This design comes from an exercise in tuning for small area and a short achievable clock period on the open sky130 flow, not from production work.
In this exercise RTL edits were held to simulation tests only and were not proved equivalent to the original.
No activity file was given, so power comes from the tool's default toggle rates.

## run A
==> flow/design.v <==
module ecc_rmw (
    input  wire        clk,
    input  wire        rst,           
    input  wire        in_valid,
    input  wire [71:0] in_rd_cw,      
    input  wire [63:0] in_wdata,      
    input  wire [7:0]  in_wmask,      
    input  wire [7:0]  in_wpar,       
    output reg         out_valid,
    output reg  [63:0] out_rdata,     
    output reg  [7:0]  out_rpar,      
    output reg  [7:0]  out_syndrome,  
    output reg         out_sbe,       
    output reg         out_ded,       
    output reg  [71:0] out_wr_cw,     
    output reg         out_poison     
);
    localparam [511:0] HCOL = 512'hf8c73e3d3b372f1fe0d0c8c4c2c1b0a8a4a2a1989492918c8a898685837068646261585452514c4a49464543383432312c2a292625231c1a191615130e0d0b07;
    localparam [7:0] POISON_MASK = 8'h03;
    function [7:0] check_bits(input [63:0] d);
        integer i;
        begin
            check_bits = 8'h00;
            for (i = 0; i < 64; i = i + 1)
                if (d[i])
                    check_bits = check_bits ^ HCOL[8*i +: 8];
        end
    endfunction
    integer k;
    wire [7:0] in_syn = check_bits(in_rd_cw[63:0]) ^ in_rd_cw[71:64];
    reg [7:0] in_wpar_err;
    always @(*) begin
        for (k = 0; k < 8; k = k + 1)
            in_wpar_err[k] = in_wmask[k] && ((^in_wdata[8*k +: 8]) == in_wpar[k]);
    end
    reg        s0_valid;
    reg [63:0] s0_rd_data;
    reg [7:0]  s0_syn;
    reg [63:0] s0_wdata;
    reg [7:0]  s0_wmask;
    reg        s0_wpar_err;
    always @(posedge clk) begin
        if (rst) begin
            s0_valid <= 1'b0;
        end else begin
            s0_valid <= in_valid;
        end
        s0_rd_data  <= in_rd_cw[63:0];
        s0_syn      <= in_syn;
        s0_wdata    <= in_wdata;
        s0_wmask    <= in_wmask;
        s0_wpar_err <= |in_wpar_err;
    end
    reg [63:0] flip_data;
    reg [7:0]  flip_check;
    always @(*) begin
        for (k = 0; k < 64; k = k + 1)
            flip_data[k] = (s0_syn == HCOL[8*k +: 8]);
        for (k = 0; k < 8; k = k + 1)
            flip_check[k] = (s0_syn == (8'h01 << k));
    end
    wire sbe = (|flip_data) | (|flip_check);
    wire ded = (s0_syn != 8'h00) && !sbe;
    wire [63:0] corr_data = s0_rd_data ^ flip_data;
    reg [7:0] corr_par;
    always @(*) begin
        for (k = 0; k < 8; k = k + 1)
            corr_par[k] = ~^corr_data[8*k +: 8];
    end
    reg [63:0] merged;
    reg [63:0] premerged;
    reg [7:0]  kept_flip;    
    always @(*) begin
        for (k = 0; k < 8; k = k + 1) begin
            merged[8*k +: 8]    = s0_wmask[k] ? s0_wdata[8*k +: 8] : corr_data[8*k +: 8];
            premerged[8*k +: 8] = s0_wmask[k] ? s0_wdata[8*k +: 8] : s0_rd_data[8*k +: 8];
            kept_flip[k]        = !s0_wmask[k] && (|flip_data[8*k +: 8]);
        end
    end
    wire need_read = (s0_wmask != 8'hff);
    wire poison    = (need_read && ded) || s0_wpar_err;
    wire [7:0] new_check = check_bits(premerged)
                         ^ ((|kept_flip) ? s0_syn : 8'h00)
                         ^ (poison ? POISON_MASK : 8'h00);
    always @(posedge clk) begin
        if (rst) begin
            out_valid <= 1'b0;
        end else begin
            out_valid <= s0_valid;
        end
        out_rdata    <= corr_data;
        out_rpar     <= corr_par;
        out_syndrome <= s0_syn;
        out_sbe      <= sbe;
        out_ded      <= ded;
        out_wr_cw    <= {new_check, merged};
        out_poison   <= poison;
    end
endmodule
Settings: LEC_CHECK=0, CAP_MARGIN=20, CORE_MARGIN=2, CORE_UTILIZATION=40, SLEW_MARGIN=20; clock period 5.5 ns.
run.sh (not shown) runs the stock make flow with config.mk's settings and CLKGATE_MAP_FILE= SYNTH_SCRIPT=/design/flow/synth_recipe.tcl, a recipe that flattens the netlist after the stock synthesis.
Here is what was changed in the inputs of run E compared with run A.
==> flow/design.v <==
module ecc_rmw (
    input  wire        clk,
    input  wire        rst,           
    input  wire        in_valid,
    input  wire [71:0] in_rd_cw,      
    input  wire [63:0] in_wdata,      
    input  wire [7:0]  in_wmask,      
    input  wire [7:0]  in_wpar,       
    output reg         out_valid,
    output reg  [63:0] out_rdata,     
    output reg  [7:0]  out_rpar,      
    output reg  [7:0]  out_syndrome,  
    output reg         out_sbe,       
    output reg         out_ded,       
    output reg  [71:0] out_wr_cw,     
    output reg         out_poison     
);
    localparam [511:0] HCOL = 512'hf8c73e3d3b372f1fe0d0c8c4c2c1b0a8a4a2a1989492918c8a898685837068646261585452514c4a49464543383432312c2a292625231c1a191615130e0d0b07;
    localparam [7:0] POISON_MASK = 8'h03;
    function [7:0] check_bits(input [63:0] d);
        integer i;
        begin
            check_bits = 8'h00;
            for (i = 0; i < 64; i = i + 1)
                if (d[i])
                    check_bits = check_bits ^ HCOL[8*i +: 8];
        end
    endfunction
    reg        s0_valid;
    reg [71:0] s0_rd_cw;
    reg [63:0] s0_wdata;
    reg [7:0]  s0_wmask;
    reg [7:0]  s0_wpar;
    always @(posedge clk) begin
        if (rst) begin
            s0_valid <= 1'b0;
        end else begin
            s0_valid <= in_valid;
        end
        s0_rd_cw <= in_rd_cw;
        s0_wdata <= in_wdata;
        s0_wmask <= in_wmask;
        s0_wpar  <= in_wpar;
    end
    wire [63:0] rd_data  = s0_rd_cw[63:0];
    wire [7:0]  rd_check = s0_rd_cw[71:64];
    wire [7:0]  syndrome = check_bits(rd_data) ^ rd_check;
    reg [63:0] flip_data;
    reg [7:0]  flip_check;
    integer k;
    always @(*) begin
        for (k = 0; k < 64; k = k + 1)
            flip_data[k] = (syndrome == HCOL[8*k +: 8]);
        for (k = 0; k < 8; k = k + 1)
            flip_check[k] = (syndrome == (8'h01 << k));
    end
    wire sbe = (|flip_data) | (|flip_check);
    wire ded = (syndrome != 8'h00) && !sbe;
    wire [63:0] corr_data = rd_data ^ flip_data;
    reg [7:0] corr_par;
    always @(*) begin
        for (k = 0; k < 8; k = k + 1)
            corr_par[k] = ~^corr_data[8*k +: 8];
    end
    reg [63:0] merged;
    reg [7:0]  wpar_err;
    always @(*) begin
        for (k = 0; k < 8; k = k + 1) begin
            merged[8*k +: 8] = s0_wmask[k] ? s0_wdata[8*k +: 8] : corr_data[8*k +: 8];
            wpar_err[k]      = s0_wmask[k] && ((^s0_wdata[8*k +: 8]) == s0_wpar[k]);
        end
    end
    wire need_read = (s0_wmask != 8'hff);
    wire poison    = (need_read && ded) || (|wpar_err);
    wire [7:0] new_check = check_bits(merged) ^ (poison ? POISON_MASK : 8'h00);
    always @(posedge clk) begin
        if (rst) begin
            out_valid <= 1'b0;
        end else begin
            out_valid <= s0_valid;
        end
        out_rdata    <= corr_data;
        out_rpar     <= corr_par;
        out_syndrome <= syndrome;
        out_sbe      <= sbe;
        out_ded      <= ded;
        out_wr_cw    <= {new_check, merged};
        out_poison   <= poison;
    end
endmodule
- Run E reports its worst setup path startpoint as s0_rd_cw[60] while run A reports s0_syn[5].
- The run showing the greater switching portion of total power is run E.
- Run E: number of nets at the end of the flow higher than run A
- Run E against run A: post-cts sizing count about even; filler cell count saw a decrease; aggregate global-route resource usage picked up an extra 1.8 points; sum of met2 wire segment lengths after detailed routing rose about 5%; number of clock buffer instances in the layout lost 4.
- Going from run A to run E, final standard cell utilization of the core +2.7 points, achievable frequency down 0.084 GHz.

* * *

== trial 66 ==
Another version of the RTL of ecc_rmw (not shown whole).
Size: ~1,200 cells after synthesis, about 300 flip-flops, roughly 310 I/O pins.
Design ecc_rmw, start of the top module:
module ecc_rmw (
    input  wire        clk,
    input  wire        rst,           
    input  wire        in_valid,
    input  wire [71:0] in_rd_cw,      
    input  wire [63:0] in_wdata,      
    input  wire [7:0]  in_wmask,      
    input  wire [7:0]  in_wpar,       
    output reg         out_valid,
    output reg  [63:0] out_rdata,     
    output reg  [7:0]  out_rpar,      
    output reg  [7:0]  out_syndrome,  
    output reg         out_sbe,       
    output reg         out_ded,       
    output reg  [71:0] out_wr_cw,     
    output reg         out_poison     
);
clock: 5.5 ns
lec_check: 0
cap_margin: 20
core_margin: 2
core_utilization: 40
setup_slack_margin: 3.1
slew_margin: 20
standard.sh (not shown) runs the stock make flow with config.mk's settings and CLKGATE_MAP_FILE= SYNTH_SCRIPT=/design/flow/synth_recipe.tcl, a recipe that flattens the netlist after the stock synthesis.
==> flow/flow/run.sh <==
#!/bin/bash
# Standard layout, with plain buffers on the ports instead of ORFS's default choice.
set -euo pipefail
export BUFFER_PORTS_ARGS="-buffer_cell sky130_fd_sc_hd__buf_2"
bash standard.sh > standard.log 2>&1
Modified inputs, build 31 compared to trial 66
diff --git a/flow/design.v b/flow/design.v
--- a/flow/design.v
+++ b/flow/design.v
@@ -188,42 +188,52 @@
         end else begin
             s0_valid <= in_valid;
         end
         s0_rd_data  <= in_rd_cw[63:0];
         s0_syn      <= in_syn;
         s0_wdata    <= in_wdata;
         s0_wmask    <= in_wmask;
         s0_wpar_err <= |in_wpar_err;
     end
+    reg [15:0] syn_lo, syn_hi;
+    always @(*) begin
+        for (k = 0; k < 16; k = k + 1) begin
+            syn_lo[k] = (s0_syn[3:0] == k);
+            syn_hi[k] = (s0_syn[7:4] == k);
+        end
+    end
     reg [63:0] flip_data;
     reg [7:0]  flip_check;
+    reg [7:0]  flip_byte;    
     always @(*) begin
         for (k = 0; k < 64; k = k + 1)
-            flip_data[k] = (s0_syn == HCOL[8*k +: 8]);
-        for (k = 0; k < 8; k = k + 1)
+            flip_data[k] = syn_lo[HCOL[8*k +: 4]] & syn_hi[HCOL[8*k+4 +: 4]];
+        for (k = 0; k < 8; k = k + 1) begin
             flip_check[k] = (s0_syn == (8'h01 << k));
+            flip_byte[k]  = |flip_data[8*k +: 8];
+        end
     end
-    wire sbe = (|flip_data) | (|flip_check);
+    wire sbe = (|flip_byte) | (|flip_check);
     wire ded = (s0_syn != 8'h00) && !sbe;
     wire [63:0] corr_data = s0_rd_data ^ flip_data;
     reg [7:0] corr_par;
     always @(*) begin
         for (k = 0; k < 8; k = k + 1)
-            corr_par[k] = ~^corr_data[8*k +: 8];
+            corr_par[k] = ~^s0_rd_data[8*k +: 8] ^ flip_byte[k];
     end
     reg [63:0] merged;
     reg [63:0] premerged;
     reg [7:0]  kept_flip;    
     always @(*) begin
         for (k = 0; k < 8; k = k + 1) begin
             merged[8*k +: 8]    = s0_wmask[k] ? s0_wdata[8*k +: 8] : corr_data[8*k +: 8];
             premerged[8*k +: 8] = s0_wmask[k] ? s0_wdata[8*k +: 8] : s0_rd_data[8*k +: 8];
-            kept_flip[k]        = !s0_wmask[k] && (|flip_data[8*k +: 8]);
+            kept_flip[k]        = !s0_wmask[k] && flip_byte[k];
         end
     end
     wire need_read = (s0_wmask != 8'hff);
     wire poison    = (need_read && ded) || s0_wpar_err;
     wire pm_check_t0 = premerged[56] ^ premerged[58];
     wire pm_check_t1 = premerged[59] ^ premerged[60];
     wire pm_check_t2 = premerged[57] ^ premerged[61];
     wire pm_check_t3 = premerged[35] ^ premerged[62];
     wire pm_check_t4 = premerged[53] ^ premerged[63];
@@ -357,20 +367,20 @@
     wire pm_check_t132 = premerged[40] ^ premerged[43];
     wire pm_check_t133 = premerged[44] ^ premerged[47];
     wire pm_check_t134 = premerged[52] ^ pm_check_t13;
     wire pm_check_t135 = pm_check_t132 ^ pm_check_t133;
     wire pm_check_t136 = pm_check_t41 ^ pm_check_t134;
     wire pm_check_t137 = pm_check_t135 ^ pm_check_t46;
     wire pm_check_t138 = pm_check_t48 ^ pm_check_t136;
     wire pm_check_t139 = pm_check_t137 ^ pm_check_t138;
     wire [7:0] pm_check = {pm_check_t139, pm_check_t131, pm_check_t120, pm_check_t108, pm_check_t96, pm_check_t84, pm_check_t76, pm_check_t62};
-    wire [7:0] new_check = pm_check
-                         ^ ((|kept_flip) ? s0_syn : 8'h00)
+    wire [7:0] pm_check_corr = pm_check ^ s0_syn;
+    wire [7:0] new_check = ((|kept_flip) ? pm_check_corr : pm_check)
                          ^ (poison ? POISON_MASK : 8'h00);
     always @(posedge clk) begin
         if (rst) begin
             out_valid <= 1'b0;
         end else begin
             out_valid <= s0_valid;
         end
         out_rdata    <= corr_data;
         out_rpar     <= corr_par;
==> comparison <==
- No stage failed in build 31, and the final checks on the layout all came back clean.
- Number of logic inverters in the finished layout was lower in trial 66 than in build 31.
- Compared with trial 66, build 31 shows count of buffering cells on the critical path with inverters included lower by 1.
- | worst setup slack | higher: build 31 |
- Delta (build 31 minus trial 66): routability congestion estimate decreased 1.8%; layout-stage area growth over the synthesis result increased 1.0 points; number of buffers created by CTS decreased 1; delay contributed by the slowest stage of the critical path decreased 0.13 ns.

* * *

RTL: one of the versions met above, not the one the previous note started from.
For scale: roughly 1800 cells after synthesis, ~310 I/O pins, about 0.014 sq mm of cells after synthesis.
Settings: LEC_CHECK=0, ABC_AREA=1, CAP_MARGIN=20, CORE_MARGIN=2, CORE_UTILIZATION=40, SETUP_SLACK_MARGIN=3.25, SLEW_MARGIN=20; clock period 5.5 ns.
==> flow/flow/run.sh <==
#!/bin/bash
# Standard layout with plain port buffers, no CTS dummy loads.
set -euo pipefail
export BUFFER_PORTS_ARGS="-buffer_cell sky130_fd_sc_hd__buf_2"
export CTS_ARGS="-sink_clustering_enable -repair_clock_nets -dont_use_dummy_load"
bash standard.sh > standard.log 2>&1
Edit:
--- a/flow/design.v
+++ b/flow/design.v
@@ -164,40 +164,45 @@
     wire in_syn_t143 = in_rd_cw[55] ^ in_rd_cw[71];
     wire in_syn_t144 = in_syn_t18 ^ in_syn_t32;
     wire in_syn_t145 = in_syn_t140 ^ in_syn_t141;
     wire in_syn_t146 = in_syn_t142 ^ in_syn_t143;
     wire in_syn_t147 = in_syn_t36 ^ in_syn_t38;
     wire in_syn_t148 = in_syn_t41 ^ in_syn_t144;
     wire in_syn_t149 = in_syn_t145 ^ in_syn_t146;
     wire in_syn_t150 = in_syn_t147 ^ in_syn_t148;
     wire in_syn_t151 = in_syn_t149 ^ in_syn_t150;
     wire [7:0] in_syn = {in_syn_t151, in_syn_t139, in_syn_t128, in_syn_t113, in_syn_t98, in_syn_t83, in_syn_t70, in_syn_t57};
+    reg [63:0] in_premerged;
+    always @(*) begin
+        for (k = 0; k < 8; k = k + 1)
+            in_premerged[8*k +: 8] = in_wmask[k] ? in_wdata[8*k +: 8] : in_rd_cw[8*k +: 8];
+    end
     reg [7:0] in_wpar_err;
     always @(*) begin
         for (k = 0; k < 8; k = k + 1)
             in_wpar_err[k] = in_wmask[k] && ((^in_wdata[8*k +: 8]) == in_wpar[k]);
     end
     reg        s0_valid;
     reg [63:0] s0_rd_data;
     reg [7:0]  s0_syn;
-    reg [63:0] s0_wdata;
+    reg [63:0] s0_premerged;
     reg [7:0]  s0_wmask;
     reg        s0_wpar_err;
     always @(posedge clk) begin
         if (rst) begin
             s0_valid <= 1'b0;
         end else begin
             s0_valid <= in_valid;
         end
         s0_rd_data  <= in_rd_cw[63:0];
         s0_syn      <= in_syn;
-        s0_wdata    <= in_wdata;
+        s0_premerged <= in_premerged;
         s0_wmask    <= in_wmask;
         s0_wpar_err <= |in_wpar_err;
     end
     reg [15:0] syn_lo, syn_hi;
     always @(*) begin
         for (k = 0; k < 16; k = k + 1) begin
             syn_lo[k] = (s0_syn[3:0] == k);
             syn_hi[k] = (s0_syn[7:4] == k);
         end
     end
@@ -218,22 +223,22 @@
     reg [7:0] corr_par;
     always @(*) begin
         for (k = 0; k < 8; k = k + 1)
             corr_par[k] = ~^s0_rd_data[8*k +: 8] ^ flip_byte[k];
     end
     reg [63:0] merged;
     reg [63:0] premerged;
     reg [7:0]  kept_flip;    
     always @(*) begin
         for (k = 0; k < 8; k = k + 1) begin
-            merged[8*k +: 8]    = s0_wmask[k] ? s0_wdata[8*k +: 8] : corr_data[8*k +: 8];
-            premerged[8*k +: 8] = s0_wmask[k] ? s0_wdata[8*k +: 8] : s0_rd_data[8*k +: 8];
+            premerged[8*k +: 8] = s0_premerged[8*k +: 8];
+            merged[8*k +: 8]    = s0_premerged[8*k +: 8] ^ (s0_wmask[k] ? 8'h00 : flip_data[8*k +: 8]);
             kept_flip[k]        = !s0_wmask[k] && flip_byte[k];
         end
     end
     wire need_read = (s0_wmask != 8'hff);
     wire poison    = (need_read && ded) || s0_wpar_err;
     wire pm_check_t0 = premerged[56] ^ premerged[58];
     wire pm_check_t1 = premerged[59] ^ premerged[60];
     wire pm_check_t2 = premerged[57] ^ premerged[61];
     wire pm_check_t3 = premerged[35] ^ premerged[62];
     wire pm_check_t4 = premerged[53] ^ premerged[63];
Result: Routed wire length decreases by 4.4%. Final cell count decreases by 11%. Flip-flop and latch count does not change. Design area decreases by 6.1%. Global-route usage decreases by 0.57 points. Fmax decreases by 0.81%. Total power decreases by 0.80%. Count of clock-buffer cells in the layout does not change. Sequential power increases by about 6%. Synthesized area decreases by 2.2%. Setup slack degrades by 0.018 ns.

[port drivers added, routing unchanged]
The results above use ideal ports. As a check the final layouts listed here were re-extracted and re-timed, cells and wires unchanged. Step 1 sets driving cells, clkbuf_16 on the clock port and buf_2 on the other inputs (assumed; they add their load-dependent delay and slew). Step 2, shift: input delay + t, output delay - t, t = (earliest + latest rising clock arrival at the registers) / 2. This alone moves slack from input paths to output paths. a / b / c = ideal ports / drivers / drivers and shift; a / b = the first two.
run | shift t [ns] | slack for setup (ns) | worst setup path at the end | latest minus earliest clock arrival (ns)
run A | 0.552 | 1.833 / 1.833 / 1.833 | register to register | 0.021 / 0.021
run E | 0.564 | 0.205 / 0.205 / 0.205 | register to register | 0.020 / 0.020
trial 66 | 0.610 | 3.057 / 3.057 / 2.632 | input to register | 0.019 / 0.020
build 31 | 0.633 | 3.073 / 3.073 / 2.724 | input to register | 0.018 / 0.019
the first run of note 3 | 0.613 | 3.316 / 3.285 / 2.741 | input to register | 0.015 / 0.015
the second run of note 3 | 0.605 | 3.298 / 3.252 / 2.726 | input to register | 0.021 / 0.020
After both steps setup and hold are still met in every run listed. For the first run of note 3, which loses most, drivers alone change the setup slack by -0.031 ns; drivers and shift together by -0.575 ns.
